This is an optimization exercise on Yosys and OpenROAD, whose aim is small area and a short achievable clock period, not a production implementation.
The RTL was checked by simulation tests, not by an equivalence proof against the original design.
No driver is modelled on the clock port, so clock power and skew are understated where the tree is cut down; a real chip needs a root buffer or a tree.
No activity file was given, so power comes from the tool's default toggle rates.

## can_fd_rx
module can_fd_rx (
    input  wire        clk,
    input  wire        rst,
    input  wire        fd_en,
    input  wire        pex_en,
    input  wire        rx_valid,
    input  wire        rx_bit,
    output reg         ev_hdr,
    output wire [28:0] hdr_ident,
    output reg         hdr_ide,
    output wire        hdr_rtr,
    output reg         hdr_fdf,
    output wire        hdr_brs,
    output wire        hdr_esi,
    output wire [3:0]  hdr_dlc,
    output reg  [6:0]  hdr_len,
    output reg         ev_word,
    output wire [3:0]  word_idx,
    output wire [31:0] word_data,
    output reg         ev_ack,
    output reg         ev_valid,
    output reg         ev_end,
    output reg         ev_eofdom,
    output reg         ev_pex,
    output reg         ev_err,
    output wire [3:0]  err_kind,
    output wire [4:0]  err_field
);
    localparam [4:0] F_BASE_ID     = 5'h01;
    localparam [4:0] F_RTR_SRR     = 5'h02;
    localparam [4:0] F_IDE         = 5'h03;
    localparam [4:0] F_EXT_ID      = 5'h04;
    localparam [4:0] F_RTR2        = 5'h05;
    localparam [4:0] F_FDF         = 5'h06;
    localparam [4:0] F_RES         = 5'h07;
  ...
Size: roughly 910 cells after synthesis, about 100 I/O pins, about 0.0070 mm² of cells after synthesis.
==> flow/config.mk <==
export PLATFORM = sky130hd
export DESIGN_NAME = can_fd_rx
export DESIGN_NICKNAME = can_fd_rx
export VERILOG_FILES = /design/flow/design.v
export SDC_FILE = /design/flow/constraint.sdc
export NUM_CORES = 4
export LEC_CHECK = 0
export ABC_AREA = 1
export CAP_MARGIN = 5
export CORE_MARGIN = 2
export CORE_UTILIZATION = 40
export PLACE_DENSITY = 0.6
export SETUP_SLACK_MARGIN = 3.05
export SLEW_MARGIN = 5
==> flow/constraint.sdc <==
create_clock -name core_clock -period 5.0 [get_ports {clk}]
set_input_delay 1.0000 -clock core_clock [delete_from_list [all_inputs] [get_ports {clk}]]
set_output_delay 1.0000 -clock core_clock [all_outputs]
set_load 0.01 [all_outputs]
standard.sh (not shown) runs the stock make flow with config.mk's settings and CLKGATE_MAP_FILE= SYNTH_SCRIPT=/design/flow/synth_recipe.tcl, a recipe that flattens the netlist after the stock synthesis.
==> flow/flow/run.sh <==
#!/bin/bash
# Standard layout with two changes:
#  - the port buffers are made from the smallest buffer (sky130_fd_sc_hd__buf_1)
#    instead of the resizer's default choice; timing repair still resizes any
#    of them that is on a critical path;
#  - the clock tree is a balanced two-level tree built by flow/cts_pre.tcl
#    (clk -> 4 buffers -> 8 buffers -> flip-flops, sinks clustered by
#    location) in place of TritonCTS's H-tree; the rest of the CTS step
#    (legalization, setup and hold repair) runs as usual.
set -euo pipefail
here=$(pwd)
export BUFFER_PORTS_ARGS="-buffer_cell sky130_fd_sc_hd__buf_1"
export PRE_CTS_TCL="$here/flow/cts_pre.tcl"
bash standard.sh > standard.log 2>&1
Other scripts of this flow, unchanged in this note and not shown: flow/flow/cts_pre.tcl
The baseline finished clean.
==> next run, changes <==
CAP_MARGIN = 20   (was 5)
SETUP_SLACK_MARGIN = 2.95   (was 3.05)
SLEW_MARGIN = 20   (was 5)
- power went down by 2.1%
- via count went down by 1.4%
- die area stays the same
- synthesized area is unchanged
In every run of this note, the design's own scripts or RTL, not TritonCTS, make the clock network.


Another version of the RTL of can_fd_rx (not shown whole).
Size: roughly 150 flip-flops, about 100 I/O pins, roughly 7200 µm² of cells after synthesis.
## can_fd_rx
module can_fd_rx (
    input  wire        clk,
    input  wire        rst,
    input  wire        fd_en,
    input  wire        pex_en,
    input  wire        rx_valid,
    input  wire        rx_bit,
    output reg         ev_hdr,
    output wire [28:0] hdr_ident,
    output reg         hdr_ide,
    output reg         hdr_rtr,
    output reg         hdr_fdf,
    output reg         hdr_brs,
    output reg         hdr_esi,
    output reg  [3:0]  hdr_dlc,
    output reg  [6:0]  hdr_len,
    output reg         ev_word,
    output wire [3:0]  word_idx,
    output wire [31:0] word_data,
    output reg         ev_ack,
    output reg         ev_valid,
    output reg         ev_end,
    output reg         ev_eofdom,
    output reg         ev_pex,
    output reg         ev_err,
    output wire [3:0]  err_kind,
    output wire [4:0]  err_field
);
make LEC_CHECK=0 ABC_CLOCK_PERIOD_IN_PS=2000 CAP_MARGIN=20 CORE_MARGIN=2 CORE_UTILIZATION=40 PLACE_DENSITY=0.6 SETUP_SLACK_MARGIN=2.85 SLEW_MARGIN=20 finish   # period 5.0 ns
run.sh (not shown) runs the stock make flow with config.mk's settings and CLKGATE_MAP_FILE= SYNTH_SCRIPT=/design/flow/synth_recipe.tcl, a recipe that flattens the netlist after the stock synthesis.
Stock flow here: none of the scripts above is used.
Then changed:
- SETUP_SLACK_MARGIN: 2.85 -> 2.6
Outcome: Wire length goes down by a few percent; sequential power stays flat; cell count came out lower by a few percent; clock skew stays flat.
Then changed:
- ABC_AREA: unset -> 1
- ABC_CLOCK_PERIOD_IN_PS: 2000 -> unset
- CTS_BUF_LIST: unset -> sky130_fd_sc_hd__clkbuf_8
- CTS_CLUSTER_SIZE: unset -> 30
- SETUP_SLACK_MARGIN: 2.6 -> 3.0
Effect:
- total power falls by roughly a tenth
- maximum frequency rises by roughly a tenth
- setup slack gets better by 260 ps
- global-route usage rises by 1.3 points
- wire length rises by a little under a tenth
- sequential power falls by a few percent
- flip-flop and latch count does not change
- final area rises slightly
- first-iteration DRC count rises by well over a third
Then changed:
- ABC_AREA: 1 -> unset
- ABC_CLOCK_PERIOD_IN_PS: unset -> 2000
- CTS_BUF_LIST: sky130_fd_sc_hd__clkbuf_8 -> unset
- CTS_CLUSTER_SIZE: 30 -> unset
Result:
- The changed run finished clean
- final cell count fell by 5.4%
- worst setup slack loses 39 ps
- clock-buffer cell count is higher by 1
- core utilization climbs by 1.2 points
- non-clock buffer count increases by 36
- final area climbs by 5.1%
- sequential power hardly moves
- clock skew barely changes

==> separate check: timing with driven ports <==
Ports are ideal in the flow. The routed layouts listed here were re-timed in OpenROAD.
Step 1: set_driving_cell puts a clkbuf_16 on clk and a buf_2 on each other input, an assumption about the parent block.
Step 2 adds t to the input delays and takes it off the output delays; t is the mean of the earliest and latest rising clock arrival at the registers after step 1. Input paths then give back, and output paths get back, about the clock's delay inside the block.
Slacks: ideal / step 1 / step 2; pairs: ideal / step 1.
run	t (ns)	setup WS [ns]	worst hold slack (ns)	worst data-port slew with drivers (ns)
the first run of note 1	0.356	3.101 / 3.026 / 3.075	0.461 / 0.461 / 0.461	0.05
the second run of note 1	0.352	3.033 / 2.963 / 3.075	0.458 / 0.458 / 0.458	0.04
the first run of note 2	0.463	2.789 / 2.797 / 2.334	0.469 / 0.469 / 0.469	0.05
the second run of note 2	0.465	2.630 / 2.584 / 2.392	0.464 / 0.464 / 0.464	0.05
the third run of note 2	0.491	2.885 / 2.846 / 2.609	0.467 / 0.467 / 0.467	0.03
the fourth run of note 2	0.468	2.845 / 2.845 / 2.643	0.456 / 0.456 / 0.456	0.05
After both steps every run listed still meets setup and hold. For the first run of note 2, which loses most, drivers alone change the setup slack by +0.008 ns; drivers and shift together by -0.455 ns.
